What follows belongs to an exercise in optimizing a design on an open flow for small area, a short achievable clock period and few clock cycles per item; a production flow would make more cautious choices.
The RTL was checked by simulation tests, not by an equivalence proof against the original design.
Power is estimated from default activity; no workload was simulated.

--- design/flow/design.v ---
module thoken_dec (
    input  wire        clk,
    input  wire        rst,
    input  wire        start_valid,
    output wire        start_ready,
    input  wire [1:0]  start_bpp,      
    input  wire [15:0] start_bytes,    
    input  wire        in_valid,
    output reg         in_ready,
    input  wire [7:0]  in_data,
    output reg         px_valid,
    output reg  [3:0]  px_data,
    output reg         done,
    output reg         ok
);
    localparam S_IDLE  = 2'd0,
               S_DEC   = 2'd1,
               S_FIN   = 2'd2,
               S_DRAIN = 2'd3;
    localparam M_ROW = 2'd0,       
               M_LIT = 2'd1,       
               M_RUN = 2'd2;       
    reg [1:0]  state;
    reg [1:0]  mode;
    reg        b1, b2, b4;         
    reg [15:0] nleft;              
    reg        more;               
    reg [7:0]  ib;                 
    reg        ibv;
    reg [31:0] w;                  
    reg [6:0]  wcnt;               
    reg [8:0]  rem;                
    reg [7:0]  ydec;               
    reg        row0;               
    reg        rxr;                
    reg        bad;
    reg        errq;               
    reg        pv;
    reg [3:0]  pval;
    reg        pxr;
    reg [3:0]  pz;
    reg        mv;
    reg [3:0]  mval;
    reg        mxr;
    reg [8:0]  mlen;
    reg        m1;
    reg        nv;
    reg [3:0]  nval;
    reg        nxr;
    reg [8:0]  nlen;
    reg        n1;                 
    reg        cv;
    reg [3:0]  cval;
    reg        cxr;
    reg [8:0]  ccnt;               
    reg        clast;              
    reg [255:0] d0, d1, d2, d3;
    reg [7:0]  lag;                
    reg        started;
    reg        sync;               
    integer k;
    assign start_ready = (state == S_IDLE);
    wire take = in_valid && in_ready;
    wire [3:0] up    = {d3[255], d2[255], d1[255], d0[255]};
    wire       emit  = cv && sync;
    wire [3:0] px    = cxr ? (cval ^ up) : cval;
    wire       cfree = !cv || (emit && clast);
    wire       nfree = !mv || cfree;
    wire [31:0] st;                
    genvar gi;
    generate for (gi = 0; gi < 32; gi = gi + 1) begin : g_st
        assign st[gi] = w[31 - gi];
    end endgenerate
    wire is_row = (mode == M_ROW);
    wire is_lit = (mode == M_LIT);
    wire is_run = (mode == M_RUN);
    wire c_fill = is_row && !st[0];             
    wire c_rlit = is_row && st[0] && st[1];     
    wire c_rrun = is_row && st[0] && !st[1];    
    wire c_p1   = is_run && !pv;                
    wire c_p2   = is_run && pv;                 
    wire zapp   = c_rrun || c_p1;
    function [3:0] fld;
        input [6:0] s;             
        input       f1, f2;
        begin
            if (f1)      fld = {3'd0, s[0]};
            else if (f2) fld = {2'd0, s[0], s[1]};
            else         fld = {s[0], s[1], s[2], s[3]};
        end
    endfunction
    wire [3:0] v0 = fld(st[6:0], b1, b2);
    wire [3:0] v2 = fld(st[8:2], b1, b2);
    wire [3:0] v3 = fld(st[9:3], b1, b2);
    wire [3:0] dval = c_rrun ? v3 : c_rlit ? v2 : v0;
    wire [8:0] seg = is_row ? (b1 ? st[12:4] : b2 ? st[13:5] : st[15:7])
                            : (b1 ? st[9:1]  : b2 ? st[10:2] : st[12:4]);
    reg  [8:0] zh;                 
    reg  [3:0] z;
    always @(*) begin
        zh = 9'd0;
        z  = 4'd0;
        for (k = 8; k >= 0; k = k - 1)
            if (seg[k]) begin
                zh = 9'd1 << k;
                z  = k;
            end
    end
    wire znone = (seg == 9'd0);
    reg [4:0] pre;
    always @(*) begin
        if (c_fill)      pre = 5'd2;
        else if (c_rlit) pre = b1 ? 5'd3 : b2 ? 5'd4 : 5'd6;
        else if (c_rrun) pre = seg[0] ? (b1 ? 5'd5 : b2 ? 5'd6 : 5'd8)
                                      : (b1 ? 5'd4 : b2 ? 5'd5 : 5'd7);
        else if (is_lit) pre = b1 ? 5'd1 : b2 ? 5'd2 : 5'd4;
        else if (c_p1)   pre = seg[0] ? (b1 ? 5'd2 : b2 ? 5'd3 : 5'd5)
                                      : (b1 ? 5'd1 : b2 ? 5'd2 : 5'd4);
        else             pre = {pz, 1'b1};
    end
    wire bits_ok = (!more && !ibv) ||
                   (is_row ? (wcnt >= 7'd16) :
                    is_lit ? (wcnt >= 7'd4)  :
                    pv     ? (wcnt >= 7'd17) : (wcnt >= 7'd13));
    wire [16:0] lfield = w[31:15] >> (5'd16 - {pz, 1'b0});
    wire [8:0]  plen   = lfield[8:0];
    wire complete = c_fill || c_rlit || is_lit || (zapp && seg[0]) || c_p2;
    wire to_p     = zapp && !seg[0] && !znone;
    wire dec      = (state == S_DEC) && bits_ok && (nfree || !complete);
    wire err_z   = zapp && znone;
    wire err_len = c_p2 && (plen > rem);
    wire row_end = c_fill || (c_p2 ? (plen == rem) : (rem == 9'd1));
    wire last_row_end = complete && row_end && (ydec == 8'd255);
    wire       merge = (state == S_DEC) && ibv && !wcnt[6] && (wcnt[5:0] <= 6'd24);
    wire [6:0] wadd  = wcnt + (merge ? 7'd8 : 7'd0);
    wire [6:0] wleft = wadd - {2'd0, pre};
    wire       ovq   = wcnt[6] && (state == S_DEC || state == S_FIN);
    wire       err   = err_z || err_len;
    wire [31:0] wm  = w | (merge ? ({ib, 24'd0} >> wcnt[4:0]) : 32'd0);
    reg  [31:0] wz;
    always @(*) begin
        wz = 32'd0;
        for (k = 1; k < 18; k = k + 1)
            if (pre == k) wz = wz | (wm << k);
    end
    wire drain_done = !more && (bad || (!cv && !nv)) && !errq && !ovq;
    reg [1:0] state_n;
    always @(*) begin
        state_n = state;
        case (state)
            S_IDLE:  if (start_valid) state_n = S_DEC;
            S_DEC:   if (dec && last_row_end) state_n = S_FIN;
            S_FIN:   state_n = S_DRAIN;
            S_DRAIN: if (drain_done) state_n = S_IDLE;
        endcase
        if (errq || ovq) state_n = S_DRAIN;
    end
    wire more_n = (state == S_IDLE) ? 1'b1 : take ? (nleft != 16'd1) : more;
    wire room_n = (state == S_IDLE) || (!wadd[6] && wadd[5:0] <= 6'd24);
    wire ibv_n = (state == S_DEC) && (take || (ibv && !merge));
    wire in_ready_n = more_n && (((state_n == S_DEC) && (!ibv_n || room_n)) || (state_n == S_DRAIN));
    wire [7:0] lag_n = (started && !emit) ? lag + 8'd1 : lag;
    always @(posedge clk) begin
        d0 <= {d0[254:0], emit ? px[0] : d0[255]};
        d1 <= {d1[254:0], emit ? px[1] : d1[255]};
        d2 <= {d2[254:0], emit ? px[2] : d2[255]};
        d3 <= {d3[254:0], emit ? px[3] : d3[255]};
    end
    always @(posedge clk) begin
        begin
            state    <= state_n;
            in_ready <= in_ready_n;
            px_valid <= emit;
            px_data  <= px;
            done     <= 1'b0;
            lag     <= lag_n;
            sync    <= (started || emit) ? (lag_n == 8'd0) : (mv || state != S_DEC);
            if (emit) started <= 1'b1;
            if (take) begin
                nleft <= nleft - 16'd1;
                more  <= (nleft != 16'd1);
            end
            ibv <= ibv_n;
            w    <= (state == S_IDLE) ? 32'd0 : dec ? wz : wm;
            wcnt <= (state == S_IDLE) ? 7'd0  : dec ? wleft : wadd;
            if (take)
                ib <= {in_data[0], in_data[1], in_data[2], in_data[3],
                       in_data[4], in_data[5], in_data[6], in_data[7]};
            if (cfree) begin
                cv    <= nv;
                cval  <= nval;
                cxr   <= nxr;
                ccnt  <= nlen;
                clast <= n1;
                nv    <= mv;
                nval  <= mval;
                nxr   <= mxr;
                nlen  <= mlen;
                n1    <= m1;
                mv    <= 1'b0;
            end else if (emit) begin
                ccnt  <= ccnt - 9'd1;
                clast <= (ccnt == 9'd2);
            end
            errq <= dec && err;
            case (state)
                S_IDLE: if (start_valid) begin
                    b1      <= (start_bpp == 2'd0);
                    b2      <= (start_bpp == 2'd1);
                    b4      <= (start_bpp == 2'd2);
                    nleft   <= start_bytes;
                    more    <= 1'b1;
                    mode    <= M_ROW;
                    rem     <= 9'd256;
                    ydec    <= 8'd0;
                    row0    <= 1'b1;
                    bad     <= 1'b0;
                    lag     <= 8'd0;
                    sync    <= 1'b0;
                    started <= 1'b0;
                end
                S_DEC: begin
                    if (dec) begin
                        if (complete) begin
                            if (nv && !cfree) begin
                                mv   <= 1'b1;
                                mval <= tval;
                                mxr  <= txr;
                                mlen <= tlen;
                                m1   <= t1;
                            end else if (mv) begin
                                mv   <= 1'b1;
                                mval <= tval;
                                mxr  <= txr;
                                mlen <= tlen;
                                m1   <= t1;
                                nv   <= 1'b1;
                                nval <= mval;
                                nxr  <= mxr;
                                nlen <= mlen;
                                n1   <= m1;
                            end else begin
                                nv   <= 1'b1;
                                nval <= tval;
                                nxr  <= txr;
                                nlen <= tlen;
                                n1   <= t1;
                            end
                        end
                        if (to_p) begin
                            pv   <= 1'b1;
                            pval <= dval;
                            pxr  <= c_rrun ? (st[2] && !row0) : rxr;
                            pz   <= z;
                        end
                        if (c_p2) pv <= 1'b0;
                        if (c_rrun) rxr <= st[2] && !row0;
                        if (complete && row_end) begin
                            mode <= M_ROW;
                            rem  <= 9'd256;
                            ydec <= ydec + 8'd1;
                            row0 <= 1'b0;
                        end else begin
                            if (c_rlit) mode <= M_LIT;
                            if (c_rrun) mode <= M_RUN;
                            if (complete) rem <= rem - (c_p2 ? plen : 9'd1);
                        end
                    end
                end
                S_FIN: begin
                    if (more || ibv || wcnt >= 7'd8 || w != 32'd0) bad <= 1'b1;
                end
                S_DRAIN: if (drain_done) begin
                    done  <= 1'b1;
                    ok    <= !bad;
                    cv    <= 1'b0;
                    nv    <= 1'b0;
                    mv    <= 1'b0;
                end
            endcase
            if (errq || ovq) begin
                bad <= 1'b1;
                pv  <= 1'b0;
                mv  <= 1'b0;
                nv  <= 1'b0;
                cv  <= 1'b0;
            end
        end
        if (rst) begin
            state    <= S_IDLE;
            in_ready <= 1'b0;
            px_valid <= 1'b0;
            done     <= 1'b0;
            more     <= 1'b0;
            ibv      <= 1'b0;
            pv       <= 1'b0;
            errq     <= 1'b0;
            nv       <= 1'b0;
            mv       <= 1'b0;
            cv       <= 1'b0;
        end
    end
    wire [3:0] tval = c_fill ? 4'd0 : c_p2 ? pval : dval;
    wire       txr  = c_fill ? (st[1] && !row0) :
                      c_p2   ? pxr :
                      c_rrun ? (st[2] && !row0) :
                      c_p1   ? rxr : 1'b0;
    wire [8:0] tlen = c_fill ? 9'd256 : c_p2 ? plen : 9'd1;
    wire       t1   = !c_fill && !c_p2;
endmodule
--- design/flow/run.sh ---
#!/bin/bash
# synth_recipe.tcl (not shown) runs the flow's synth.tcl, then flattens the netlist and writes it again
# the make line also repeats each setting of config.mk as NAME=value (left out here)
make -C /OpenROAD-flow-scripts/flow DESIGN_CONFIG=/design/flow/config.mk WORK_HOME=/design/flow/orfs CLKGATE_MAP_FILE= SYNTH_SCRIPT=/design/flow/synth_recipe.tcl finish
--- design/flow/config.mk ---
export PLATFORM = sky130hd
export DESIGN_NAME = thoken_dec
export DESIGN_NICKNAME = thoken_dec
export VERILOG_FILES = /design/flow/design.v
export SDC_FILE = /design/flow/constraint.sdc
export NUM_CORES = 4
export LEC_CHECK = 0
export CAP_MARGIN = 20
export CORE_MARGIN = 2
export CORE_UTILIZATION = 55
export CTS_CLUSTER_DIAMETER = 60
export CTS_CLUSTER_SIZE = 30
export SETUP_SLACK_MARGIN = 3.9
export SLEW_MARGIN = 20
--- design/flow/constraint.sdc ---
create_clock -name core_clock -period 7.0 [get_ports {clk}]
set_input_delay 1.4000 -clock core_clock [delete_from_list [all_inputs] [get_ports {clk}]]
set_output_delay 1.4000 -clock core_clock [all_outputs]
set_load 0.01 [all_outputs]
==> results.py, run 1 <==
metrics = {
    "die": {
        "start_util_pct": 55.75,
        "die-area_mm2": 0.06203,
        "core-area_mm2": 0.05924,
        "io_pins": 39,
        "core.rowCount": 89,
        "die_w_um": 249.1,
        "die_h_um": 249.1,
    },
    "timing": {
        "report.final.hold_viol_count": 0,
        "setup_violations": 0,
        "clock_skew_ps": 84.79,
        "finalCritPeriodShare_pct": 46.95,
        "timing.hold.ws_ps": 288.2,
        "slew_violations": 0,
        "rsz0062_at_grt": "yes",
        "slew_headroom_pct": 24.24,
        "fmax_ghz": 0.3043,
        "setup_slack_ps": 3714,
        "finalCriticalPeriod_ps": 3286,
        "tns_ps": 0,
        "tightestPinTransition_ps": 1132,
    },
    "worst_setup_path": {
        "critPathArrivalTime_ps": 3710,
        "path_max_fanout": 8,
        "crit_required_ps": 7430,
        "r2r_cells": 16,
        "crit_type": "reg2reg",
        "r2r-start": "pz[0]",
        "start_kind": "flip-flop",
        "cp-end-kind": "flip-flop",
        "rrSetupSlack_ps": 3710,
        "r2r-end": "rem[8]",
    },
    "clock_network": {
        "cts_made_buffers": 58,
        "clockBufferDepth": 3,
        "cts_num_sinks": 1192,
        "clk_latency_ps": 690,
        "cts_root_buf": "clkbuf_16",
        "htree_num_levels": 2,
        "cts_hold_buffers": 0,
        "cts_tree": "built",
        "clk_pin_slew_worst_paths_ps": 100,
    },
    "global_route": {
        "track_usage_pct": 22.40,
        "grt_max_degree": 63,
        "grt_pass1_vias": 19020,
        "grt_pass1_wl_um": 110100,
        "gr-total-overflow": 0,
        "antenna_found_initial": 0,
    },
    "synthesis": {
        "yosys.area_share.simple_pct": 7.368,
        "synth-seq-cells": 1192,
        "synth_nets": 2557,
        "ys_seq_area_share_pct": 74.40,
        "syn_inst": 2490,
        "synth_top_family_by_area": "compound AO/OA/AOI/OAI gates",
        "ys.flop_type": "dfxtp_1",
        "synth.distinct_cells": 96,
        "async_reset_ff_share_pct": 0,
        "synth_edf_count": 71,
        "synth-xor-area-share_pct": 1.246,
        "synth_fa_ha_area_share_pct": 1.447,
        "synth_compound_area_share_pct": 10.57,
        "synthMuxAreaShare_pct": 2.625,
        "syn_area_mm2": 0.03303,
        "synth.avg_cell_area_um2": 13.26,
        "yosys_warnings": 1,
    },
    "finish": {
        "nets": 2727,
        "drive_gt1_share_pct": 19.52,
        "syn_to_final_growth_pct": 18.63,
        "diodes": 0,
        "fin_cells": 3458,
    },
    "run_status": {
        "status": "finished clean",
    },
    "worst_hold_path": {
        "hold_end": "d3[96]",
        "hp-class": "reg2reg",
        "hold_path_depth": 0,
        "holdCritStartpoint": "d3[95]",
    },
    "route": {
        "drt_iter0_markers": 1888,
        "vias_per_cell": 5.684,
        "num_vias": 19660,
        "wl_per_cell_um": 21.24,
        "drt-total-wl_um": 73450,
        "ant_nets": 0,
        "drtPass1Iterations": 6,
        "drcViolationCount": 0,
    },
    "power": {
        "p_per_area_mw_per_mm2": 464.5,
        "leakage_nw": 15.01,
        "peakVddDrop_v": 0.0003742,
    },
    "job": {
        "drv_cap": 0,
    },
    "placed_design": {
        "place.gp.congestion": 0.9179,
        "place_hpwl_um": 41840,
        "port_buffers": 38,
        "dp_cells": 3213,
        "pre_cts_ws_ps": 2617,
    },
}
cells by family after synthesis:
group           count (synthesis)
simple gates                  475
buf+inv                       192
mux                            67
flops                        1192
fa+ha+maj                      37
xor+xnor                       47
compound gates                480
sequential cells by signal, summed over array words and instances (netlist names), 2 cells and up:
| signal | count |
|---|---|
| mval | 4 |
| w | 32 |
| state | 2 |
| cval | 4 |
| nleft | 16 |
| pz | 4 |
| wcnt | 7 |
| nval | 4 |
| ccnt | 9 |
| nlen | 9 |
| pval | 4 |
| d1 | 256 |
| mlen | 9 |
| d3 | 256 |
| px_data | 4 |
| d0 | 256 |
| d2 | 256 |
| ydec | 8 |
| rem | 9 |
| ib | 8 |
| lag | 8 |
| mode | 2 |
cells in the final DEF, fill, tap and decap left out, types with 13 or more instances in the layout:
master / netlist / layout
nor2_1: 104 / 93
o31a_1: 26 / 25
xnor2_1: 30 / 29
mux2_2: 27 / 27
a21oi_1: 94 / 81
nand2b_1: 14 / 13
nand2_1: 130 / 117
inv_1: 75 / 71
ha_1: 35 / 30
nand3_1: 52 / 49
nand4_1: 14 / 14
clkbuf_16: 0 / 66
nor3_1: 30 / 18
nor2b_1: 20 / 16
o22ai_1: 39 / 35
a21oi_2: 2 / 14
mux4_2: 13 / 13
and2_1: 15 / 13
nor4_1: 23 / 18
buf_4: 2 / 120
a22oi_1: 19 / 15
a221oi_2: 5 / 21
a221o_1: 16 / 14
dfxtp_1: 1121 / 1110
edfxtp_1: 71 / 71
xor2_1: 17 / 15
buf_6: 1 / 23
buf_12: 0 / 16
a21o_1: 17 / 17
clkdlybuf4s50_1: 0 / 35
a221oi_1: 38 / 15
o21ai_0: 65 / 58
o211ai_1: 17 / 17
mux2i_1: 27 / 25
metal layers:
layer / global-route usage [%] / part of all wire, % / vias to the layer above / routed length [um]
met2: 33.05 / 42 / 839 / 30860
li1: - / - / 9109 / -
met3: 4.514 / 8.1 / 266 / 5965
met1: 32.19 / 45 / 9442 / 33190
met5: 0 / 0 / - / 0
met4: 9.725 / 4.7 / 0 / 3429
critical path: stages, from the launching register on:
cell	delay [ps]
edfxtp_1	430
inv_2	80
ha_4	320
mux4_2	350
nand2_2	100
a21oi_2	70
a31oi_4	190
nand2_2	120
ha_4	190
fa_2	380
nor2b_4	140
o21ai_2	80
a21boi_2	180
o21ai_2	80
a21o_1	160
a21oi_1	130
o21bai_1	80
cells in the mapped netlist (6+ instances only):
| master | instances | area (um^2) |
|---|---|---|
| dfxtp_1 | 1121 | 22440 |
| nand2_1 | 130 | 488.0 |
| nor2_1 | 104 | 390.4 |
| a21oi_1 | 94 | 470.5 |
| inv_1 | 75 | 281.5 |
| clkbuf_1 | 73 | 274.0 |
| edfxtp_1 | 71 | 2132 |
| o21ai_0 | 65 | 325.3 |
| nand3_1 | 52 | 260.3 |
| o22ai_1 | 39 | 244.0 |
| a221oi_1 | 38 | 332.8 |
| ha_1 | 35 | 437.9 |
| buf_2 | 31 | 155.2 |
| nor3_1 | 30 | 150.1 |
| xnor2_1 | 30 | 262.8 |
| mux2_2 | 27 | 304.0 |
| mux2i_1 | 27 | 270.3 |
| o31a_1 | 26 | 227.7 |
| nor4_1 | 23 | 143.9 |
| nor2b_1 | 20 | 125.1 |
| a22oi_1 | 19 | 142.6 |
| a21o_1 | 17 | 127.6 |
| o211ai_1 | 17 | 127.6 |
| xor2_1 | 17 | 148.9 |
| a211oi_1 | 16 | 120.1 |
| a221o_1 | 16 | 160.2 |
| and2_1 | 15 | 93.84 |
| nand2b_1 | 14 | 87.58 |
| nand4_1 | 14 | 87.58 |
| o2111ai_1 | 14 | 122.6 |
| a31oi_1 | 13 | 81.33 |
| mux4_2 | 13 | 292.8 |
| a222oi_1 | 11 | 110.1 |
| and3_1 | 11 | 68.82 |
| o221ai_1 | 10 | 87.58 |
| a32oi_1 | 9 | 78.83 |
| o221a_2 | 9 | 101.4 |
| buf_1 | 7 | 26.28 |
| nor3b_1 | 7 | 52.55 |
| or2_2 | 7 | 43.79 |
| nand3b_1 | 6 | 45.04 |
| nor4bb_1 | 6 | 60.06 |
| o32ai_1 | 6 | 52.55 |
| or3_1 | 6 | 37.54 |
cell type report:
cell class	count	area, um^2
tap	773	967.2
clock buffer	62	1509
inverter	78	312.8
multi-input combinational	1120	9123
fill	4282	20060
sequential	1192	24600
clock inverter	23	508.0
timing repair buffer	210	2166
power breakdown:
part | leakage [nW] | internal (mW) | switching, mW
sequential | 9.75 | 7.34 | 0.536
clock | 0.959 | 1.70 | 2.26
combinational | 4.30 | 2.57 | 3.79
total | 15.0 | 11.6 | 6.58
repair_timing:
item                       4_1_cts  5_1_grt
gates resized for setup        110      190
pin swaps                       25      100
setup endpoints to repair      113       82
buffers inserted                62       74
gates cloned                     6       18
per-stage QoR:
step / power, mW / utilization (%) / cell area, um^2
5_1_grt: 18.87 / 66.14 / 39180
3_3_place_gp: 12.06 / 57.72 / 34190
2_1_floorplan: 10.72 / - / 33150
6_report: 18.20 / 66.14 / 39180
4_1_cts: 16.74 / 63.01 / 37330
3_5_place_dp: 12.11 / 57.73 / 34200
how the worst max path moves through the flow:
stage | slack [ps] | cells after the start | to | startpoint
after floorplan | 3740 | 13 | wcnt[6] | mode[1]
after global placement | 2720 | 14 | rem[8] | pz[0]
after detailed placement | 2620 | 10 | w[7] | mode[1]
after CTS | 3680 | 15 | rem[8] | pz[0]
after global routing | 3580 | 14 | in_ready | pz[0]
final | 3710 | 16 | rem[8] | pz[0]
Testbench counts, summed over its fixed seeds: cycles 1,179,857, items 1,179,648.
==> run 2, diff against run 1 <==
--- a/design/flow/config.mk
+++ b/design/flow/config.mk
@@ -12,3 +12,3 @@
 export CTS_CLUSTER_SIZE = 30
-export SETUP_SLACK_MARGIN = 3.9
+export SETUP_SLACK_MARGIN = 4.3
 export SLEW_MARGIN = 20
==> results.py, run 2 <==
metrics = {
    "clock_network": {
        "cts_made_buffers": 57,
        "clockBufferDepth": 3,
        "cts_tree": "built",
        "cts_num_sinks": 1192,
        "cts_root_buf": "clkbuf_16",
        "htree_num_levels": 2,
        "clk_pin_slew_worst_paths_ps": 100,
        "clk_latency_ps": 680,
    },
    "route": {
        "drcViolationCount": 0,
        "vias_per_cell": 5.729,
        "wl_per_cell_um": 21.90,
        "num_vias": 20180,
        "ant_nets": 0,
        "drtPass1Iterations": 9,
        "drt_iter0_markers": 1862,
        "drt-total-wl_um": 77120,
    },
    "synthesis": {
        "synth.avg_cell_area_um2": 13.26,
        "synth-seq-cells": 1192,
        "yosysTopAreaCell": "dfxtp_1",
        "yosys_warnings": 1,
        "synth_nets": 2557,
        "async_reset_ff_share_pct": 0,
        "synth_common_cells": "dfxtp_1 (1121), nand2_1 (130), nor2_1 (104), a21oi_1 (94), inv_1 (75)",
        "synth_edf_count": 71,
        "synth_top_area_share_pct": 67.94,
        "syn_inst": 2490,
        "ys.flop_type": "dfxtp_1",
        "synth.most_common_cell": "dfxtp_1",
        "synthTopCellsByArea": "dfxtp_1 (68%), edfxtp_1 (6.5%), nand2_1 (1.5%)",
        "ys_seq_area_share_pct": 74.40,
        "syn_area_mm2": 0.03303,
        "synth.distinct_cells": 96,
    },
    "finish": {
        "syn_to_final_growth_pct": 21.53,
        "drive_gt1_share_pct": 23.06,
        "layout_commonest_cell": "dfxtp_1",
        "diodes": 0,
        "nets": 2792,
        "layout_common_cells": "dfxtp_1 (1111), buf_4 (152), nand2_1 (110)",
        "num-fill-cells": 4162,
    },
    "worst_setup_path": {
        "crit_required_ps": 7510,
        "r2r_cells": 14,
        "crit_chain": "inv_2 -> ha_4 -> buf_6 -> mux4_2 -> nor2_2 -> nor3_2 -> ha_1 -> nand4_1 -> nor4_4 -> a311o_1 -> o21ai_4 -> o311ai_2 -> a31oi_1 -> a21boi_2",
        "crit_type": "reg2reg",
        "crit_buf_inv": 2,
        "path_delay_family": "compound AO/OA/AOI/OAI gates",
        "start_kind": "flip-flop",
        "path_max_fanout": 6,
        "cp-end-kind": "flip-flop",
        "r2r-start": "pz[0]",
        "r2r-end": "in_ready",
        "rrSetupSlack_ps": 3590,
        "cp_slowest_cell": "mux4_2",
        "critPathArrivalTime_ps": 3920,
        "cp_slowest_stage_delay_ps": 490,
    },
    "placed_design": {
        "place.gp.congestion": 0.9300,
        "port_buffers": 38,
        "place_hpwl_um": 43040,
    },
    "die": {
        "core.rowCount": 89,
        "die_h_um": 249.1,
        "die_w_um": 249.1,
        "io_pins": 39,
        "start_util_pct": 55.75,
        "core-area_mm2": 0.05924,
        "die-area_mm2": 0.06203,
    },
    "global_route": {
        "grt_pass1_wl_um": 117200,
        "antenna_found_initial": 1,
        "gr-total-overflow": 0,
        "grt_pass1_vias": 20030,
        "grt_max_degree": 62,
        "track_usage_pct": 24.12,
    },
    "timing": {
        "tns_ps": 0,
        "slew_violations": 0,
        "finalCritPeriodShare_pct": 48.77,
        "slew_headroom_pct": 26.84,
        "rsz0062_at_grt": "yes",
        "report.final.hold_viol_count": 0,
        "clock_skew_ps": 48.48,
        "tightestPinTransition_ps": 1097,
        "fmax_ghz": 0.2929,
        "setup_violations": 0,
        "finalCriticalPeriod_ps": 3414,
    },
    "power": {
        "p_per_area_mw_per_mm2": 473.4,
        "pwr-share-comb_pct": 38.2,
        "netSwitchingFraction_pct": 36.42,
        "leakage_nw": 15.48,
        "fin_total_pwr_mw": 19.00,
        "internal_power_mw": 12.08,
        "seqPwrFrac_pct": 41.2,
        "netSwitchingPower_mw": 6.921,
        "clkPwrFrac_pct": 20.6,
        "peakVddDrop_v": 0.0003537,
    },
    "worst_hold_path": {
        "hp-class": "reg2reg",
        "hold_path_depth": 0,
        "holdCritStartpoint": "d3[64]",
        "hold_end": "d3[65]",
    },
    "run_status": {
        "status": "finished clean",
    },
    "job": {
        "drv_cap": 0,
    },
}
==> run 2: routing by layer <==
metal / wire, um / up-vias / GRT usage, %
li1: - / 9244 / -
met1: 33980 / 9714 / 33.41
met2: 32450 / 929 / 35.41
met3: 6762 / 289 / 6.458
met4: 3917 / 2 / 11.31
met5: 11 / - / 0
==> run 2: metrics by stage <==
stage / cell area, um^2 / cells / setup slack, ps / util, % / hold slack, ps
after floorplan: 33230 / 2490 / 3739 / - / 309.6
after global placement: 34280 / 3216 / 2621 / 57.86 / 309.7
after detailed placement: 34290 / 3217 / 2594 / 57.89 / 312.1
after CTS: 39160 / 3467 / 3647 / 66.10 / 314.4
after global routing: 40140 / 3522 / 3476 / 67.76 / 318.1
final: 40140 / 3522 / 3586 / 67.76 / 307.5
==> run 2: layout make-up <==
type | count | area [um^2] | area share (%)
sequential | 1192 | 24600 | 61.28
multi-input combinational | 1118 | 9345 | 23.28
timing repair buffer | 277 | 2914 | 7.260
clock buffer | 60 | 1480 | 3.688
tap | 773 | 967.2 | 2.410
clock inverter | 23 | 514.2 | 1.281
inverter | 78 | 314.1 | 0.7824
timing repair inverter | 1 | 8.758 | 0.02182
==> run 2: worst max-delay path by stage <==
stage,from,endpoint,depth (start not counted)
6_report,pz[0],in_ready,14
5_1_grt,pz[0],in_ready,14
4_1_cts,pz[0],rem[8],16
3_5_place_dp,b2,w[7],8
3_3_place_gp,b2,w[7],8
2_1_floorplan,mode[1],wcnt[6],13
==> run 2: logic make-up after synthesis <==
logic type | share of synthesized area, %
AOI/OAI and AO/OA | 10.57
xor gates and xnor gates | 1.246
adders and majority gates | 1.447
buffers and inverters | 2.345
DFF | 74.40
muxes | 2.625
and+or+nand+nor | 7.368
==> run 2: worst register-to-register path, cell delays in order, from the launching register on <==
cell and delay (ps):
edfxtp_1 440, inv_2 80, ha_4 310, buf_6 100
mux4_2 490, nor2_2 120, nor3_2 70, ha_1 310
nand4_1 190, nor4_4 200, a311o_1 260, o21ai_4 150
o311ai_2 260, a31oi_1 140, a21boi_2 190
==> run 2: timing repair <==
item,4_1_cts,5_1_grt
resized for setup,300,109
endpoints found under the setup margin,148,120
gates cloned,24,3
hold buffers,0,0
buffers inserted,143,52
pin swaps,111,61
==> run 2: power groups by stage <==
stage | clock (mW) | sequential, mW | combinational [mW]
5_1_grt | 4.25 | 7.87 | 7.52
3_3_place_gp | 0 | 7.99 | 4.15
3_5_place_dp | 0 | 8.00 | 4.17
6_report | 3.91 | 7.83 | 7.26
2_1_floorplan | 0 | 7.69 | 3.07
4_1_cts | 4.01 | 7.80 | 6.30
==> run 3, diff against run 2 <==
--- a/design/flow/design.v
+++ b/design/flow/design.v
@@ -141,5 +141,5 @@
     always @(*) begin
-        wz = 32'd0;
+        wz = dec ? 32'd0 : wm;
         for (k = 1; k < 18; k = k + 1)
-            if (pre == k) wz = wz | (wm << k);
+            if (dec && pre == k) wz = wz | (wm << k);
     end
@@ -183,3 +183,3 @@
             ibv <= ibv_n;
-            w    <= (state == S_IDLE) ? 32'd0 : dec ? wz : wm;
+            w    <= (state == S_IDLE) ? 32'd0 : wz;
             wcnt <= (state == S_IDLE) ? 7'd0  : dec ? wleft : wadd;
--- a/design/flow/config.mk
+++ b/design/flow/config.mk
@@ -12,3 +12,3 @@
 export CTS_CLUSTER_SIZE = 30
-export SETUP_SLACK_MARGIN = 4.3
+export SETUP_SLACK_MARGIN = 3.6
 export SLEW_MARGIN = 20
==> results.py, run 3 <==
metrics = {
    "synthesis": {
        "synth_top_area_share_pct": 68.37,
        "ys_seq_area_share_pct": 74.87,
        "synth.most_common_cell": "dfxtp_1",
        "synth.avg_cell_area_um2": 13.12,
        "synth-seq-cells": 1192,
        "async_reset_ff_share_pct": 0,
        "syn_area_mm2": 0.03282,
        "synth_edf_count": 71,
        "yosysTopAreaCell": "dfxtp_1",
        "synth_common_cells": "dfxtp_1 (1121), nor2_1 (181), nand2_1 (124), a21oi_1 (87), o22ai_1 (76)",
        "synth_nets": 2568,
        "syn_inst": 2501,
        "synth.distinct_cells": 98,
        "yosys_warnings": 1,
        "ys.flop_type": "dfxtp_1",
        "synthTopCellsByArea": "dfxtp_1 (68%), edfxtp_1 (6.5%), nor2_1 (2.1%)",
    },
    "route": {
        "vias_per_cell": 5.505,
        "drtPass1Iterations": 7,
        "wl_per_cell_um": 19.41,
        "drcViolationCount": 0,
        "num_vias": 18740,
        "drt_iter0_markers": 1614,
        "drt-total-wl_um": 66080,
        "ant_nets": 0,
    },
    "placed_design": {
        "pre_cts_ws_ps": 2062,
        "placed_area_mm2": 0.03392,
        "place_hpwl_um": 38630,
        "port_buffers": 38,
        "place.gp.congestion": 0.9155,
        "dp_cells": 3229,
    },
    "timing": {
        "rsz0062_at_grt": "yes",
        "setup_violations": 0,
        "clock_skew_ps": 27.66,
        "report.final.hold_viol_count": 0,
        "tightestPinTransition_ps": 1060,
        "setup_slack_ps": 3624,
        "timing.hold.ws_ps": 317.9,
        "fmax_ghz": 0.2962,
        "finalCriticalPeriod_ps": 3376,
        "slew_violations": 0,
        "slew_headroom_pct": 29.32,
        "finalCritPeriodShare_pct": 48.23,
        "tns_ps": 0,
    },
    "worst_setup_path": {
        "crit_path_frequent_cell": "buf_6",
        "crit_chain": "buf_6 -> buf_12 -> buf_6 -> mux4_2 -> a21oi_4 -> nor2_2 -> ha_1 -> nand4_1 -> nor4_2 -> a41o_1 -> o22a_2 -> and3_4 -> o21ai_2 -> a21oi_2 -> a211oi_2",
        "start_kind": "flip-flop",
        "crit_type": "reg2reg",
        "critPathArrivalTime_ps": 3900,
        "r2r-end": "in_ready",
        "path_max_fanout": 5,
        "cp_slowest_cell": "mux4_2",
        "crit_buf_inv": 3,
        "cp_slowest_stage_delay_ps": 470,
        "rrSetupSlack_ps": 3620,
        "r2r-start": "pz[0]",
        "path_delay_family": "compound AO/OA/AOI/OAI gates",
        "cp-end-kind": "flip-flop",
        "crit_required_ps": 7530,
        "r2r_cells": 15,
    },
    "clock_network": {
        "cts_made_buffers": 57,
        "cts_tree": "built",
        "cts_root_buf": "clkbuf_16",
        "cts_hold_buffers": 0,
        "clk_pin_slew_worst_paths_ps": 100,
        "cts_num_sinks": 1192,
        "clockBufferDepth": 3,
        "clk_latency_ps": 660,
        "htree_num_levels": 2,
    },
    "job": {
        "drv_cap": 0,
    },
    "worst_hold_path": {
        "holdCritStartpoint": "d2[203]",
        "hold_path_depth": 0,
        "hold_end": "d2[204]",
        "hp-class": "reg2reg",
    },
    "finish": {
        "layout_common_cells": "dfxtp_1 (1115), nor2_1 (172), nand2_1 (117)",
        "syn_to_final_growth_pct": 13.86,
        "num-fill-cells": 4497,
        "drive_gt1_share_pct": 13.98,
        "nets": 2674,
        "utilization_pct": 63.32,
        "multi_input_area_mm2": 0.008107,
        "ff_latch_area_mm2": 0.02458,
        "fin_cells": 3405,
        "fin_area_mm2": 0.03737,
        "diodes": 0,
        "layout_commonest_cell": "dfxtp_1",
    },
    "run_status": {
        "status": "finished clean",
    },
    "global_route": {
        "grt_pass1_vias": 18120,
        "track_usage_pct": 21.03,
        "grt_pass1_wl_um": 101800,
        "gr-total-overflow": 0,
        "antenna_found_initial": 0,
        "grt_max_degree": 36,
    },
    "die": {
        "start_util_pct": 55.61,
        "die_w_um": 248.3,
        "die_h_um": 248.3,
        "die-area_mm2": 0.06165,
        "io_pins": 39,
        "core-area_mm2": 0.05902,
        "core.rowCount": 89,
    },
    "power": {
        "leakage_nw": 14.18,
        "p_per_area_mw_per_mm2": 389.9,
        "fin_total_pwr_mw": 14.57,
        "peakVddDrop_v": 0.0003488,
    },
}
==> run 3: cell count changes after synthesis, moves of 12 or more <==
cell | before | now
a211oi_1 | 16 | 34
a221o_1 | 16 | 2
a221oi_1 | 38 | 22
a31oi_1 | 13 | 31
clkbuf_1 | 73 | 60
inv_1 | 75 | 58
nand3_1 | 52 | 39
nor2_1 | 104 | 181
o2111ai_1 | 14 | 2
o211ai_1 | 17 | 3
o22ai_1 | 39 | 76
o31a_1 | 26 | 0
==> run 3: power by group <==
| part | internal, mW | leakage [nW] | switching [mW] | total, mW |
|---|---|---|---|---|
| clock network | 1.64 | 0.928 | 2.23 | 3.87 |
| logic | 1.24 | 3.51 | 1.92 | 3.16 |
| registers | 7.24 | 9.74 | 0.299 | 7.54 |
| total | 10.1 | 14.2 | 4.44 | 14.6 |
==> run 3: repair_timing <==
item	4_1_cts	5_1_grt
gates resized for setup	78	79
setup buffers	52	32
endpoints found under the setup margin	117	87
pin swaps	19	37
gates cloned	2	6
==> run 3: final cells by class <==
type                            instances  share of cell area [%]
Clock inverter                         24                   1.346
Sequential cell                      1192                   65.77
Timing Repair Buffer                  150                   3.961
Tap cell                              773                   2.588
Multi-Input combinational cell       1142                   21.69
Inverter                               63                  0.7131
Clock buffer                           60                   3.904
Timing Repair inverter                  1                 0.02344
==> run 3: logic make-up after synthesis <==
group	share of synthesized area [%]
flip-flops	74.87
AND/OR/NAND/NOR	7.906
AO/OA/AOI/OAI	9.534
buffers and inverters	2.173
multiplexers	2.806
XOR/XNOR	1.254
adder cells (fa/ha/maj)	1.456
==> run 3: routing by layer <==
metal  up-vias  global-route usage [%]  part of all wire, %
li1       8862                       -                    -
met1      9024                   30.81                   47
met2       681                   31.14                   43
met3       176                   3.900                  6.8
met4         0                   7.756                  3.1
met5         -                       0                    0
==> run 3: worst max-delay path by stage <==
stage,depth (start not counted),to,startpoint,slack [ps]
2_1_floorplan,19,rem[8],pz[0],3540
3_3_place_gp,14,wcnt[6],mode[1],2190
3_5_place_dp,14,wcnt[6],mode[1],2060
4_1_cts,15,wcnt[6],mode[0],3480
5_1_grt,15,in_ready,pz[0],3470
6_report,15,in_ready,pz[0],3620
Testbench counts of run 3, summed over its fixed seeds: cycles 1,179,857, items 1,179,648.
==> run 4, diff against run 3 <==
--- a/design/flow/design.v
+++ b/design/flow/design.v
@@ -38,2 +38,4 @@
     reg        pv;
+    reg        pc;                 
+    reg        pfill;
     reg [3:0]  pval;
@@ -41,7 +43,2 @@
     reg [3:0]  pz;
-    reg        mv;
-    reg [3:0]  mval;
-    reg        mxr;
-    reg [8:0]  mlen;
-    reg        m1;
     reg        nv;
@@ -67,3 +64,6 @@
     wire       cfree = !cv || (emit && clast);
-    wire       nfree = !mv || cfree;
+    wire       nfree = !nv || cfree;
+    wire       ppart = pv && !pc;
+    wire       pmove = pv && pc && nfree;      
+    wire       pfree = !pv || pmove;
     wire [31:0] st;                
@@ -79,4 +79,4 @@
     wire c_rrun = is_row && st[0] && !st[1];    
-    wire c_p1   = is_run && !pv;                
-    wire c_p2   = is_run && pv;                 
+    wire c_p1   = is_run && !ppart;             
+    wire c_p2   = is_run && ppart;              
     wire zapp   = c_rrun || c_p1;
@@ -123,3 +123,3 @@
                     is_lit ? (wcnt >= 7'd4)  :
-                    pv     ? (wcnt >= 7'd17) : (wcnt >= 7'd13));
+                    ppart  ? (wcnt >= 7'd17) : (wcnt >= 7'd13));
     wire [16:0] lfield = w[31:15] >> (5'd16 - {pz, 1'b0});
@@ -128,3 +128,3 @@
     wire to_p     = zapp && !seg[0] && !znone;
-    wire dec      = (state == S_DEC) && bits_ok && (nfree || !complete);
+    wire dec      = (state == S_DEC) && bits_ok && (c_p2 ? nfree : pfree);
     wire err_z   = zapp && znone;
@@ -145,3 +145,3 @@
     end
-    wire drain_done = !more && (bad || (!cv && !nv)) && !errq && !ovq;
+    wire drain_done = !more && (bad || (!cv && !nv && !pv)) && !errq && !ovq;
     reg [1:0] state_n;
@@ -176,3 +176,3 @@
             lag     <= lag_n;
-            sync    <= (started || emit) ? (lag_n == 8'd0) : (mv || state != S_DEC);
+            sync    <= (started || emit) ? (lag_n == 8'd0) : ((nv && pv) || state != S_DEC);
             if (emit) started <= 1'b1;
@@ -194,8 +194,3 @@
                 clast <= n1;
-                nv    <= mv;
-                nval  <= mval;
-                nxr   <= mxr;
-                nlen  <= mlen;
-                n1    <= m1;
-                mv    <= 1'b0;
+                nv    <= 1'b0;
             end else if (emit) begin
@@ -204,2 +199,10 @@
             end
+            if (pmove) begin
+                nv    <= 1'b1;
+                nval  <= pval;
+                nxr   <= pxr;
+                nlen  <= pfill ? 9'd256 : 9'd1;
+                n1    <= !pfill;
+                pv    <= 1'b0;
+            end
             errq <= dec && err;
@@ -223,35 +226,17 @@
                     if (dec) begin
-                        if (complete) begin
-                            if (nv && !cfree) begin
-                                mv   <= 1'b1;
-                                mval <= tval;
-                                mxr  <= txr;
-                                mlen <= tlen;
-                                m1   <= t1;
-                            end else if (mv) begin
-                                mv   <= 1'b1;
-                                mval <= tval;
-                                mxr  <= txr;
-                                mlen <= tlen;
-                                m1   <= t1;
-                                nv   <= 1'b1;
-                                nval <= mval;
-                                nxr  <= mxr;
-                                nlen <= mlen;
-                                n1   <= m1;
-                            end else begin
-                                nv   <= 1'b1;
-                                nval <= tval;
-                                nxr  <= txr;
-                                nlen <= tlen;
-                                n1   <= t1;
-                            end
-                        end
-                        if (to_p) begin
-                            pv   <= 1'b1;
-                            pval <= dval;
-                            pxr  <= c_rrun ? (st[2] && !row0) : rxr;
-                            pz   <= z;
+                        if (c_p2) begin
+                            nv   <= 1'b1;
+                            nval <= pval;
+                            nxr  <= pxr;
+                            nlen <= plen;
+                            n1   <= 1'b0;
+                            pv   <= 1'b0;
+                        end else if (complete || to_p) begin
+                            pv    <= 1'b1;
+                            pc    <= complete;
+                            pfill <= c_fill;
+                            pval  <= tval;
+                            pxr   <= txr;
+                            pz    <= z;
                         end
-                        if (c_p2) pv <= 1'b0;
                         if (c_rrun) rxr <= st[2] && !row0;
@@ -277,3 +262,3 @@
                     nv    <= 1'b0;
-                    mv    <= 1'b0;
+                    pv    <= 1'b0;
                 end
@@ -283,3 +268,2 @@
                 pv  <= 1'b0;
-                mv  <= 1'b0;
                 nv  <= 1'b0;
@@ -298,3 +282,2 @@
             nv       <= 1'b0;
-            mv       <= 1'b0;
             cv       <= 1'b0;
@@ -302,9 +285,6 @@
     end
-    wire [3:0] tval = c_fill ? 4'd0 : c_p2 ? pval : dval;
+    wire [3:0] tval = c_fill ? 4'd0 : dval;
     wire       txr  = c_fill ? (st[1] && !row0) :
-                      c_p2   ? pxr :
                       c_rrun ? (st[2] && !row0) :
                       c_p1   ? rxr : 1'b0;
-    wire [8:0] tlen = c_fill ? 9'd256 : c_p2 ? plen : 9'd1;
-    wire       t1   = !c_fill && !c_p2;
 endmodule
==> results.py, run 4 <==
metrics = {
    "global_route": {
        "grt_max_degree": 46,
        "grt_pass1_vias": 17770,
        "gr-total-overflow": 0,
        "grt_pass1_wl_um": 100900,
        "track_usage_pct": 21.37,
        "antenna_found_initial": 0,
    },
    "route": {
        "drcViolationCount": 0,
        "dr_wl_met2_um": 27350,
        "drt-total-wl_um": 64130,
        "wl_met3_um": 4150,
        "wl_per_cell_um": 19.36,
        "dr.max_layer_used": "met4",
        "drtPass1Iterations": 5,
        "ant_nets": 0,
        "drt_iter0_markers": 1403,
        "num_vias": 17960,
        "wl_met1_um": 30200,
        "vias_per_cell": 5.421,
    },
    "synthesis": {
        "synth.avg_cell_area_um2": 13.09,
        "synth_common_cells": "dfxtp_1 (1120), nor2_1 (162), nand2_1 (124), o22ai_1 (120), a21oi_1 (89)",
        "synthTopCellsByArea": "dfxtp_1 (71%), edfxtp_1 (5.5%), o22ai_1 (2.4%)",
        "async_reset_ff_share_pct": 0,
        "synth-seq-cells": 1178,
        "synth.distinct_cells": 76,
        "ys.flop_type": "dfxtp_1",
        "ys_seq_area_share_pct": 76.11,
        "yosys_warnings": 1,
        "synth_top_area_share_pct": 70.62,
        "synth_edf_count": 58,
        "synth.most_common_cell": "dfxtp_1",
        "syn_inst": 2425,
        "yosysTopAreaCell": "dfxtp_1",
        "syn_area_mm2": 0.03175,
        "synth_nets": 2492,
    },
    "worst_setup_path": {
        "cp_slowest_cell": "edfxtp_1",
        "cp_slowest_stage_delay_ps": 480,
        "crit_path_frequent_cell": "buf_6",
        "cp-end-kind": "flip-flop",
        "crit_type": "reg2reg",
        "start_kind": "flip-flop",
        "path_delay_family": "buffers and inverters",
        "critPathArrivalTime_ps": 3960,
        "path_max_fanout": 5,
        "crit_chain": "inv_4 -> ha_4 -> buf_4 -> mux4_2 -> nand2_1 -> a21oi_4 -> a31oi_4 -> nand2_1 -> ha_2 -> fa_2 -> nor2b_4 -> buf_6 -> buf_6 -> buf_6 -> buf_6 -> buf_6 -> buf_6 -> buf_6 -> buf_6 -> buf_6 -> buf_6 -> nor3_2",
        "crit_required_ps": 7420,
        "crit_buf_inv": 12,
        "rrSetupSlack_ps": 3460,
    },
    "timing": {
        "slew_headroom_pct": 15.97,
        "finalCriticalPeriod_ps": 3539,
        "setup_violations": 0,
        "tns_ps": 0,
        "rsz0062_at_grt": "yes",
        "tightestPinTransition_ps": 1260,
        "fmax_ghz": 0.2826,
        "clock_skew_ps": 60.49,
        "finalCritPeriodShare_pct": 50.56,
        "report.final.hold_viol_count": 0,
        "slew_violations": 0,
    },
    "clock_network": {
        "cts_made_buffers": 56,
        "clk_latency_ps": 660,
        "cts_hold_buffers": 0,
        "cts_tree": "built",
        "cts_num_sinks": 1178,
        "cts_root_buf": "clkbuf_16",
        "clockBufferDepth": 3,
        "clk_pin_slew_worst_paths_ps": 100,
        "htree_num_levels": 2,
    },
    "placed_design": {
        "place_hpwl_um": 37520,
        "port_buffers": 38,
        "place.gp.congestion": 0.9238,
    },
    "finish": {
        "diodes": 0,
        "syn_to_final_growth_pct": 13.79,
        "multi_input_area_mm2": 0.007682,
        "layout_common_cells": "dfxtp_1 (1112), nor2_1 (154), o22ai_1 (120)",
        "num-fill-cells": 4337,
        "ff_latch_area_mm2": 0.02418,
        "drive_gt1_share_pct": 13.89,
        "nets": 2594,
        "layout_commonest_cell": "dfxtp_1",
    },
    "die": {
        "core.rowCount": 88,
        "die_w_um": 244.3,
        "die_h_um": 244.3,
        "die-area_mm2": 0.05966,
        "core-area_mm2": 0.05737,
        "start_util_pct": 55.35,
        "io_pins": 39,
    },
    "job": {
        "drv_cap": 0,
    },
    "worst_hold_path": {
        "hp-class": "reg2reg",
    },
    "power": {
        "fin_total_pwr_mw": 12.09,
        "peakVddDrop_v": 0.0002914,
        "leakage_nw": 13.64,
        "p_per_area_mw_per_mm2": 334.6,
    },
    "run_status": {
        "status": "finished clean",
    },
}
[run 4: changes by cell type after synthesis, moves of 10 or more]
cell	before	now
nor2_1	181	162
clkbuf_1	60	76
edfxtp_1	71	58
a21o_1	20	10
buf_2	34	20
nor3_1	34	49
a221oi_1	22	9
o22ai_1	76	120
[run 4: repair_timing]
action	4_1_cts	5_1_grt
resized for setup	100	62
endpoints found under the setup margin	77	76
buffers inserted	62	20
cloned	2	2
pin swaps	32	24
[run 4: report_power, final]
| part | internal (mW) | leakage (nW) | total (mW) | switching (mW) |
|---|---|---|---|---|
| Clock | 1.55 | 0.838 | 3.62 | 2.07 |
| Combinational | 0.590 | 3.19 | 1.40 | 0.810 |
| Sequential | 6.91 | 9.61 | 7.06 | 0.153 |
[run 4: path summary, 6_finish.rpt]
kind | to | startpoint | cells after the start
setup / recovery | rem[2] | pz[0] | 22
setup reg to reg | rem[2] | pz[0] | 22
hold / removal | d0[80] | d0[79] | 0
hold reg to reg | d0[80] | d0[79] | 0
[run 4: final cells by class]
type	count	area share, %
clock buffers	60	3.979
inverters	52	0.5784
well taps	765	2.649
multi-input cells	1093	21.26
repair buffers	146	3.751
flip-flops and latches	1178	66.93
clock inverters	19	0.8520
[run 4: per-layer routing]
metal  global-route usage, %  vias to the layer above
li1                        -                     8561
met1                   31.35                     8579
met2                   31.68                      641
met3                   3.676                      178
met4                   8.321                        0
met5                       0                        -
[run 4: per-stage QoR]
step	std cells	worst slack [ps]	hold slack (ps)	utilization, %	area (um^2)
after floorplan	2425	3462	309.6	-	31820
after global placement	3148	2564	309.9	57.43	32950
after detailed placement	3148	2375	312.1	57.44	32950
after CTS	3291	3485	315.2	62.23	35700
after global routing	3313	3265	312.3	62.98	36130
final	3313	3461	315.9	62.98	36130
[run 4: cell families after synthesis]
family / share of synthesized area, %
and+or+nand+nor: 7.890
AOI/OAI and AO/OA: 8.575
muxes: 2.759
adders and majority gates: 1.505
xor gates and xnor gates: 1.241
buffers and inverters: 1.923
DFF: 76.11
Testbench counts of run 4, summed over its fixed seeds: cycles 1,179,834, items 1,179,648.
==> run 5, diff against run 4 <==
--- a/design/flow/config.mk
+++ b/design/flow/config.mk
@@ -12,3 +12,3 @@
 export CTS_CLUSTER_SIZE = 30
-export SETUP_SLACK_MARGIN = 3.6
+export SETUP_SLACK_MARGIN = 3.75
 export SLEW_MARGIN = 20
==> results.py, run 5 <==
metrics = {
    "synthesis": {
        "synth.distinct_cells": 76,
        "synth_edf_count": 58,
        "ys.flop_type": "dfxtp_1",
        "synth.avg_cell_area_um2": 13.09,
        "synth.most_common_cell": "dfxtp_1",
        "syn_inst": 2425,
        "yosys_warnings": 1,
        "synth_common_cells": "dfxtp_1 (1120), nor2_1 (162), nand2_1 (124), o22ai_1 (120), a21oi_1 (89)",
        "yosysTopAreaCell": "dfxtp_1",
        "synth-seq-cells": 1178,
        "synth_top_area_share_pct": 70.62,
        "syn_area_mm2": 0.03175,
        "synthTopCellsByArea": "dfxtp_1 (71%), edfxtp_1 (5.5%), o22ai_1 (2.4%)",
        "synth_nets": 2492,
        "async_reset_ff_share_pct": 0,
        "ys_seq_area_share_pct": 76.11,
    },
    "clock_network": {
        "clockBufferDepth": 3,
        "cts_num_sinks": 1178,
        "clk_latency_ps": 660,
        "cts_tree": "built",
        "cts_hold_buffers": 0,
        "clk_pin_slew_worst_paths_ps": 100,
        "htree_num_levels": 2,
        "cts_root_buf": "clkbuf_16",
        "cts_made_buffers": 56,
    },
    "worst_hold_path": {
        "hp-class": "reg2reg",
    },
    "global_route": {
        "grt_pass1_wl_um": 100300,
        "track_usage_pct": 21.39,
        "gr-total-overflow": 0,
        "antenna_found_initial": 1,
        "grt_max_degree": 42,
        "grt_pass1_vias": 17570,
    },
    "run_status": {
        "status": "finished clean",
    },
    "route": {
        "drt_iter0_markers": 1150,
        "drt-total-wl_um": 63730,
        "drcViolationCount": 0,
        "num_vias": 17860,
        "vias_per_cell": 5.383,
        "wl_per_cell_um": 19.21,
        "drtPass1Iterations": 7,
        "ant_nets": 0,
    },
    "worst_setup_path": {
        "start_kind": "flip-flop",
        "crit_type": "reg2reg",
        "crit_required_ps": 7510,
        "cp_slowest_stage_delay_ps": 550,
        "crit_chain": "inv_4 -> ha_4 -> xnor2_4 -> mux4_2 -> buf_6 -> a21oi_4 -> nor2_4 -> buf_4 -> nand2_1 -> ha_4 -> nor2b_4 -> buf_4 -> buf_4 -> buf_4 -> buf_4 -> buf_4 -> buf_4 -> buf_4 -> buf_4 -> nor3_2",
        "cp_slowest_cell": "mux4_2",
        "critPathArrivalTime_ps": 4050,
        "cp-end-kind": "flip-flop",
        "crit_path_frequent_cell": "buf_4",
        "path_max_fanout": 3,
    },
    "timing": {
        "rsz0062_at_grt": "yes",
        "fmax_ghz": 0.2824,
        "setup_slack_ps": 3459,
        "finalCritPeriodShare_pct": 50.58,
        "finalCriticalPeriod_ps": 3541,
        "tns_ps": 0,
        "timing.hold.ws_ps": 301.6,
        "setup_violations": 0,
        "slew_headroom_pct": 45.15,
        "tightestPinTransition_ps": 822.8,
        "slew_violations": 0,
        "clock_skew_ps": 44.68,
        "report.final.hold_viol_count": 0,
    },
    "finish": {
        "layout_commonest_cell": "dfxtp_1",
        "num-fill-cells": 4367,
        "syn_to_final_growth_pct": 13.40,
        "drive_gt1_share_pct": 13.92,
        "fin_area_mm2": 0.03600,
        "nets": 2595,
        "ff_latch_area_mm2": 0.02418,
        "layout_common_cells": "dfxtp_1 (1110), nor2_1 (154), o22ai_1 (120)",
        "multi_input_area_mm2": 0.007624,
    },
    "die": {
        "io_pins": 39,
        "die-area_mm2": 0.05966,
        "core-area_mm2": 0.05737,
        "core.rowCount": 88,
        "die_w_um": 244.3,
        "start_util_pct": 55.35,
        "die_h_um": 244.3,
    },
    "power": {
        "p_per_area_mw_per_mm2": 332.8,
        "peakVddDrop_v": 0.0002652,
        "leakage_nw": 13.59,
        "fin_total_pwr_mw": 11.98,
    },
    "placed_design": {
        "place.gp.congestion": 0.9284,
        "pre_cts_ws_ps": 2384,
        "place_hpwl_um": 38310,
        "placed_area_mm2": 0.03301,
        "port_buffers": 38,
    },
    "job": {
        "drv_cap": 0,
    },
}
## run 5: cell counts after synthesis
Identical to the previous run, type by type.
## run 5: metal layers
layer  vias to the layer above  routed length (um)  GRT usage (%)
li1                       8548                   -              -
met1                      8474               30000          31.02
met2                       660               26850          31.68
met3                       175                4394          3.720
met4                         0                2483          9.236
met5                         -                   0              0
## run 5: layout make-up
class	instances	share of cell area (%)
sequential	1178	67.17
multi-input combinational	1091	21.17
clock buffer	64	4.063
timing repair buffer	149	3.593
tap	765	2.659
clock inverter	17	0.7333
inverter	52	0.6012
antenna	1	0.006950
## run 5: timing repair
action | 4_1_cts | 5_1_grt
buffers inserted | 55 | 24
cloned | 1 | 0
pin swaps | 26 | 23
endpoints found under the setup margin | 94 | 87
gates resized for setup | 96 | 49
## run 5: critical path: cells and delay by family (launching register included)
kind	cells	cell delay, ps
buffers and inverters	11	1320
xor gates and xnor gates	1	130
and+or+nand+nor	4	430
AOI/OAI and AO/OA	1	130
muxes	1	550
adders and majority gates	2	390
DFF	1	450
## run 5: worst paths after layout
check	startpoint	depth (start not counted)	endpoint	slack, ps
setup / recovery	pz[0]	20	rem[2]	3460
hold / removal	d2[156]	0	d2[157]	300
setup reg to reg	pz[0]	20	rem[2]	3460
hold reg to reg	d2[156]	0	d2[157]	300
## run 5: kinds of logic after synthesis
| kind of cell | count (synthesis) | share of synthesized area (%) |
|---|---|---|
| AOI/OAI and AO/OA | 422 | 8.575 |
| buffers and inverters | 156 | 1.923 |
| xor gates and xnor gates | 45 | 1.241 |
| DFF | 1178 | 76.11 |
| adders and majority gates | 37 | 1.505 |
| muxes | 70 | 2.759 |
| and+or+nand+nor | 517 | 7.890 |
## run 5: stage by stage
step / std cells / utilization (%)
after floorplan: 2425 / -
after global placement: 3154 / 57.51
after detailed placement: 3155 / 57.55
after CTS: 3292 / 62.07
after global routing: 3316 / 62.76
final: 3317 / 62.76
## run 5: where the power goes
group | switching [mW] | total [mW] | internal [mW]
registers | 0.150 | 7.06 | 6.91
clock network | 2.05 | 3.61 | 1.56
logic | 0.769 | 1.31 | 0.545
==> run 6, diff against run 5 <==
--- a/design/flow/design.v
+++ b/design/flow/design.v
@@ -124,4 +124,16 @@
                     ppart  ? (wcnt >= 7'd17) : (wcnt >= 7'd13));
-    wire [16:0] lfield = w[31:15] >> (5'd16 - {pz, 1'b0});
-    wire [8:0]  plen   = lfield[8:0];
+    reg  [8:0]  plen;
+    always @(*) begin
+        case (pz)
+            4'd1:    plen = {6'd0, w[31:29]};
+            4'd2:    plen = {4'd0, w[31:27]};
+            4'd3:    plen = {2'd0, w[31:25]};
+            4'd4:    plen = w[31:23];
+            4'd5:    plen = w[29:21];
+            4'd6:    plen = w[27:19];
+            4'd7:    plen = w[25:17];
+            4'd8:    plen = w[23:15];
+            default: plen = 9'd1;
+        endcase
+    end
     wire complete = c_fill || c_rlit || is_lit || (zapp && seg[0]) || c_p2;
==> results.py, run 6 <==
metrics = {
    "run_status": {
        "status": "finished clean",
    },
    "route": {
        "drcViolationCount": 0,
        "vias_per_cell": 5.512,
        "drt_iter0_markers": 1475,
        "ant_nets": 0,
        "drtPass1Iterations": 5,
        "drt-total-wl_um": 69290,
        "wl_per_cell_um": 20.65,
        "num_vias": 18490,
    },
    "finish": {
        "nets": 2637,
        "fin_cells": 3355,
        "diodes": 0,
        "utilization_pct": 63.31,
        "layout_commonest_cell": "dfxtp_1",
        "layout_common_cells": "dfxtp_1 (1105), nor2_1 (154), nand2_1 (133)",
        "drive_gt1_share_pct": 14.56,
        "syn_to_final_growth_pct": 13.69,
    },
    "timing": {
        "rsz0062_at_grt": "yes",
        "finalCriticalPeriod_ps": 3472,
        "slew_headroom_pct": 45.19,
        "tightestPinTransition_ps": 819.5,
        "setup_violations": 0,
        "slew_violations": 0,
        "report.final.hold_viol_count": 0,
        "tns_ps": 0,
        "clock_skew_ps": 63.25,
        "finalCritPeriodShare_pct": 49.60,
        "fmax_ghz": 0.2880,
    },
    "worst_setup_path": {
        "path_max_fanout": 5,
        "path_delay_family": "simple AND/OR/NAND/NOR gates",
        "crit_buf_inv": 5,
        "r2r_cells": 16,
        "r2r-end": "ydec[1]",
        "r2r-start": "pz[1]",
        "cp-end-kind": "flip-flop",
        "rrSetupSlack_ps": 3530,
        "start_kind": "flip-flop",
        "crit_path_frequent_cell": "buf_6",
        "cp_slowest_stage_delay_ps": 480,
        "crit_required_ps": 7340,
        "crit_type": "reg2reg",
        "cp_slowest_cell": "edfxtp_1",
        "crit_chain": "buf_6 -> buf_16 -> mux2_4 -> a221oi_4 -> o32ai_4 -> buf_6 -> ha_4 -> nand4_1 -> or3_4 -> nand2_4 -> a21oi_4 -> nor2_2 -> nand2_2 -> a21oi_4 -> buf_6 -> buf_12",
        "critPathArrivalTime_ps": 3820,
    },
    "placed_design": {
        "place.gp.congestion": 0.9404,
        "dp_cells": 3190,
        "place_hpwl_um": 40180,
        "port_buffers": 38,
    },
    "global_route": {
        "grt_max_degree": 46,
        "gr-total-overflow": 0,
        "antenna_found_initial": 0,
        "grt_pass1_vias": 18090,
        "grt_pass1_wl_um": 106300,
        "track_usage_pct": 22.71,
    },
    "synthesis": {
        "ys.flop_type": "dfxtp_1",
        "synth_common_cells": "dfxtp_1 (1120), nor2_1 (158), nand2_1 (137), o22ai_1 (107), a21oi_1 (84)",
        "yosysTopAreaCell": "dfxtp_1",
        "synth.distinct_cells": 101,
        "synthMuxAreaShare_pct": 2.573,
        "yosys.area_share.simple_pct": 8.298,
        "synth_edf_count": 58,
        "synth.most_common_cell": "dfxtp_1",
        "ys_seq_area_share_pct": 75.06,
        "async_reset_ff_share_pct": 0,
        "syn_inst": 2471,
        "syn_area_mm2": 0.03219,
        "synthTopCellsByArea": "dfxtp_1 (70%), edfxtp_1 (5.4%), o22ai_1 (2.1%)",
        "synth_top_family_by_area": "compound AO/OA/AOI/OAI gates",
        "synth_fa_ha_area_share_pct": 1.446,
        "synth_nets": 2537,
        "synth-seq-cells": 1178,
        "synth_top_area_share_pct": 69.65,
        "synth_compound_area_share_pct": 9.153,
        "yosys_warnings": 1,
        "synth-xor-area-share_pct": 1.197,
        "synth.avg_cell_area_um2": 13.03,
    },
    "worst_hold_path": {
        "hold_path_depth": 0,
        "hold_end": "d2[13]",
        "holdCritStartpoint": "d2[12]",
        "hp-class": "reg2reg",
    },
    "clock_network": {
        "clockBufferDepth": 3,
        "clk_pin_slew_worst_paths_ps": 100,
        "cts_hold_buffers": 0,
        "cts_num_sinks": 1178,
        "cts_root_buf": "clkbuf_16",
        "cts_made_buffers": 55,
        "htree_num_levels": 2,
        "clk_latency_ps": 670,
        "cts_tree": "built",
    },
    "die": {
        "die_h_um": 245.9,
        "core-area_mm2": 0.05781,
        "io_pins": 39,
        "die_w_um": 245.9,
        "start_util_pct": 55.69,
        "core.rowCount": 88,
        "die-area_mm2": 0.06048,
    },
    "power": {
        "netSwitchingFraction_pct": 29.43,
        "p_per_area_mw_per_mm2": 382.2,
        "leakage_nw": 13.84,
        "clkPwrFrac_pct": 26.5,
        "netSwitchingPower_mw": 4.118,
        "seqPwrFrac_pct": 52.1,
        "pwr-share-comb_pct": 21.4,
        "internal_power_mw": 9.871,
        "peakVddDrop_v": 0.0002829,
    },
    "job": {
        "drv_cap": 0,
    },
}
==> run 6: cell count changes in the layout (fill, tap and decap cells not counted), sizes merged, moves of 5 or more <==
cell / change
a2111oi: -7
a41oi: +5
clkbuf: -6
inv: +8
mux2i: -7
nand2: +18
nor2b: +13
o21ai: +19
o221ai: +5
o22a: +6
o22ai: -11
==> run 6: final cells by class <==
type                            count  area (um^2)
Multi-Input combinational cell   1130         7928
Inverter                           58        230.2
Timing Repair Buffer              147         1504
Timing Repair inverter              1        5.005
Sequential cell                  1178        24190
Fill cell                        4289        21210
Tap cell                          765        957.2
Clock buffer                       58         1430
Clock inverter                     18        354.1
==> run 6: metrics by stage <==
step / total power, mW / area (um^2) / hold WS [ps] / setup WS [ps]
floorplan: 8.959 / 32250 / 309.6 / 3751
finish: 13.99 / 36600 / 312.2 / 3528
global route: 14.54 / 36600 / 307.0 / 3371
global placement: 9.522 / 33250 / 309.6 / 2748
CTS: 13.76 / 36140 / 310.4 / 3558
detailed placement: 9.559 / 33260 / 312.1 / 2846
==> run 6: worst max-delay path by stage <==
stage                     start      end  slack (ps)  depth (start not counted)
after CTS                 pz[1]  ydec[6]        3560                         16
after floorplan           pz[0]   rem[8]        3750                         17
after detailed placement     b2  wcnt[6]        2850                         14
final                     pz[1]  ydec[1]        3530                         16
after global placement    pz[0]   rem[2]        2750                         10
after global routing      pz[2]   rem[7]        3370                         17
==> run 6: power groups by stage <==
stage | clock (mW) | sequential [mW] | combinational, mW
finish | 3.71 | 7.29 | 2.99
detailed placement | 0 | 7.46 | 2.10
global placement | 0 | 7.45 | 2.08
CTS | 3.82 | 7.27 | 2.67
floorplan | 0 | 7.29 | 1.67
global route | 4.04 | 7.32 | 3.18
==> run 6: per-layer routing <==
metal  part of all wire, %  track usage [%]
met1                    46            32.22
met3                   6.8            4.038
met4                   3.6            9.501
met2                    44            34.42
met5                     0                0
==> run 6: logic make-up (layout without fill, tap and decap cells) <==
family | after synthesis | in the layout
buf+inv | 166 | 282
flops | 1178 | 1178
fa+ha+maj | 36 | 36
compound gates | 445 | 445
xor+xnor | 44 | 44
simple gates | 536 | 539
mux | 66 | 66
==> run 6: worst register-to-register path, cell delays in order (launching register included) <==
cell and delay, ps:
edfxtp_1 480, buf_6 180, buf_16 130, mux2_4 300
a221oi_4 260, o32ai_4 150, buf_6 160, ha_4 260
nand4_1 90, or3_4 410, nand2_4 70, a21oi_4 70
nor2_2 140, nand2_2 90, a21oi_4 170, buf_6 130
buf_12 110
==> run 6: repair_timing <==
item                                   in CTS  in global routing
setup buffers                              64                 16
resized for setup                         108                 66
endpoints found under the hold margin       0                  0
pin swaps                                  24                 29
setup endpoints to repair                  75                 71
cloned                                      8                  1
Testbench counts of run 6, summed over its fixed seeds: cycles 1,179,834, items 1,179,648.

## port drivers added, routing unchanged
No port has a modelled driver above. Below, the same layouts with a new extraction and two added sets of constraints.
Step 1 sets driving cells, clkbuf_16 on the clock port and buf_2 on the other inputs (assumed; they add their load-dependent delay and slew).
Step 2 times the ports against the registers' clock, not the clock port: input delays grow and output delays shrink by t, the midpoint of the rising clock arrivals with the driver on.
Three values: ideal, step 1, step 2; two values: the first two.
run	shift t [ns]	setup slack, ns	worst setup path at the end
run 1	0.713	3.714 / 3.714 / 3.470	input to register
run 2	0.717	3.586 / 3.586 / 3.586	register to register
run 3	0.707	3.624 / 3.624 / 3.566	input to register
run 4	0.693	3.461 / 3.461 / 3.160	input to register
run 5	0.699	3.459 / 3.459 / 3.429	input to register
run 6	0.702	3.528 / 3.528 / 3.528	register to register
After both steps setup and hold are still met in every run listed. The setup slack of run 4, which loses most, moves by 0.000 ns with the drivers and by -0.301 ns with both steps.
